Context: an optimization exercise on an open-source flow, tuned for small area, a short achievable clock period and few clock cycles per item. The choices shown serve that exercise and are no tape-out recipe. Function was checked by simulation only, so behaviour that the tests miss may differ from the original.

==> run A: inputs <==
## caldera_fma
module caldera_fma (
    input  wire        clk,
    input  wire        rst,
    input  wire        in_valid,
    output wire        in_ready,
    input  wire [1:0]  in_op,
    input  wire [63:0] in_a,
    input  wire [63:0] in_b,
    input  wire [63:0] in_c,
    output wire        out_valid,
    output wire [63:0] out_result
);
==> flow/config.mk <==
export PLATFORM = sky130hd
export DESIGN_NAME = caldera_fma
export DESIGN_NICKNAME = caldera_fma
export VERILOG_FILES = /design/flow/design.v
export SDC_FILE = /design/flow/constraint.sdc
export NUM_CORES = 4
export LEC_CHECK = 0
export ABC_AREA = 1
export CAP_MARGIN = 20
export CORE_MARGIN = 2
export CORE_UTILIZATION = 40
export PLACE_DENSITY = 0.55
export SLEW_MARGIN = 20
==> flow/constraint.sdc <==
create_clock -name core_clock -period 32.0 [get_ports {clk}]
set_input_delay 6.4000 -clock core_clock [delete_from_list [all_inputs] [get_ports {clk}]]
set_output_delay 6.4000 -clock core_clock [all_outputs]
set_load 0.01 [all_outputs]
standard.sh (not shown) runs the stock make flow with config.mk's settings and CLKGATE_MAP_FILE= SYNTH_SCRIPT=/design/flow/synth_recipe.tcl, a recipe that flattens the netlist after the stock synthesis.
==> flow/flow/run.sh <==
#!/bin/bash
# The standard layout (standard.sh) with two changes to how it is made:
#  1. Between the standard synthesis and the floorplan, flow/polarity.py
#     removes inverters around full adders by using some full-adder cells in
#     their inverted (self-dual) form. Registers and all other cells are
#     untouched; the unmodified netlist is kept as 1_2_yosys_standard.v.
#  2. The timing repair of the floorplan, CTS and global-route steps is asked
#     to leave SETUP_SLACK_MARGIN ns of setup slack at the design's 32 ns
#     clock, so that it works on the period the design achieves.
#  3. Every input and output port still gets a buffer, but buffer_ports starts
#     from the smallest buffer (the timing repair resizes it where needed)
#     instead of a delay buffer.
# Each tool's full output goes to a log file of its own in this folder
# (flow_synth.log, flow_polarity.log, flow_layout.log); ORFS's steps also keep
# their logs under orfs/logs/.
set -euo pipefail
WORK="$(cd "$(dirname "$0")/.." && pwd)"
cd "$WORK"
R="$WORK/orfs/results/${FLOW_PLATFORM:-sky130hd}/caldera_fma/base"
MARGIN=24.5
bash standard.sh SETUP_SLACK_MARGIN=$MARGIN synth > flow_synth.log 2>&1
cp "$R/1_2_yosys.v" "$R/1_2_yosys_standard.v"
python3 flow/polarity.py "$R/1_2_yosys_standard.v" "$R/1_2_yosys.v" > flow_polarity.log 2>&1
rm -f "$R/1_synth.odb" "$R/1_synth.sdc"
bash standard.sh SETUP_SLACK_MARGIN=$MARGIN "BUFFER_PORTS_ARGS=-buffer_cell sky130_fd_sc_hd__buf_1" finish > flow_layout.log 2>&1
Other scripts of this flow, unchanged in this note and not shown: flow/flow/polarity.py
==> run G (differences from run A) <==
--- a/flow/flow/run.sh
+++ b/flow/flow/run.sh
@@ -8,7 +8,4 @@
 #     to leave SETUP_SLACK_MARGIN ns of setup slack at the design's 32 ns
 #     clock, so that it works on the period the design achieves.
-#  3. Every input and output port still gets a buffer, but buffer_ports starts
-#     from the smallest buffer (the timing repair resizes it where needed)
-#     instead of a delay buffer.
 # Each tool's full output goes to a log file of its own in this folder
 # (flow_synth.log, flow_polarity.log, flow_layout.log); ORFS's steps also keep
@@ -23,3 +20,3 @@
 python3 flow/polarity.py "$R/1_2_yosys_standard.v" "$R/1_2_yosys.v" > flow_polarity.log 2>&1
 rm -f "$R/1_synth.odb" "$R/1_synth.sdc"
-bash standard.sh SETUP_SLACK_MARGIN=$MARGIN "BUFFER_PORTS_ARGS=-buffer_cell sky130_fd_sc_hd__buf_1" finish > flow_layout.log 2>&1
+bash standard.sh SETUP_SLACK_MARGIN=$MARGIN finish > flow_layout.log 2>&1
--- a/flow/config.mk
+++ b/flow/config.mk
@@ -6,8 +6,7 @@
 export NUM_CORES = 4
 export LEC_CHECK = 0
-export ABC_AREA = 1
 export CAP_MARGIN = 20
 export CORE_MARGIN = 2
-export CORE_UTILIZATION = 40
-export PLACE_DENSITY = 0.55
+export CORE_UTILIZATION = 35
+export PLACE_DENSITY = 0.5
 export SLEW_MARGIN = 20
==> qor summary <==
item	run A	run G
Result of the run	timing/DRC/antenna clean	timing/DRC/antenna clean
Met2 WL	229400 µm	256300 µm
Die extent in x	526.4 µm	567.6 µm
Metal-1 WL	224700 µm	221500 µm
GR Util met1	0.5237	0.4355
Number of nets in the synthesized netlist	16270	14240
Final design utilization	0.4328	0.3882
Effective utilization at floorplan	0.4027	0.3524
TritonCTS Buffers	92	99
Die boundary height	526.4 µm	567.6 µm
WHS Endpoint	u_core.s2_inf	u_core.s2_inf_sign
Critical path startpoint	u_core.r[12]	u_core.r[42]
Number of vias in the routed layout	110600	104500
Fin crit period	7.699 ns	7.708 ns
Routed length per placed instance	32.97 µm	37.52 µm
GR Util met2	0.5648	0.5453
Testbench counts of run A, summed over its fixed seeds: cycles 16,016, items 16,000.
Testbench counts of run G, summed over its fixed seeds: cycles 16,016, items 16,000.

[static timing again, ports no longer ideal]
How much do the figures lean on ideal ports? The routed layouts below were timed once more, with nothing changed but the port constraints. Step 1 (the two cells are an assumption about what drives the block):
set clk [get_ports {clk}]
set_driving_cell -lib_cell sky130_fd_sc_hd__clkbuf_16 $clk
set_driving_cell -lib_cell sky130_fd_sc_hd__buf_2 [delete_from_list [all_inputs] $clk]
Step 2, shift: input delay + t, output delay - t, t = (earliest + latest rising clock arrival at the registers) / 2. This alone moves slack from input paths to output paths. a / b / c = no drivers / after step 1 / after step 2; a / b = the first two.
run	shift t [ns]	setup slack, ns	slew at the worst register clock pin (ns)
run A	0.915	24.301 / 24.214 / 24.294	0.08 / 0.08
run G	0.971	24.292 / 24.171 / 23.962	0.08 / 0.08
After both steps setup and hold are still met in every run listed. The setup slack of run G, which loses most, moves by -0.121 ns with the drivers and by -0.330 ns with both steps.
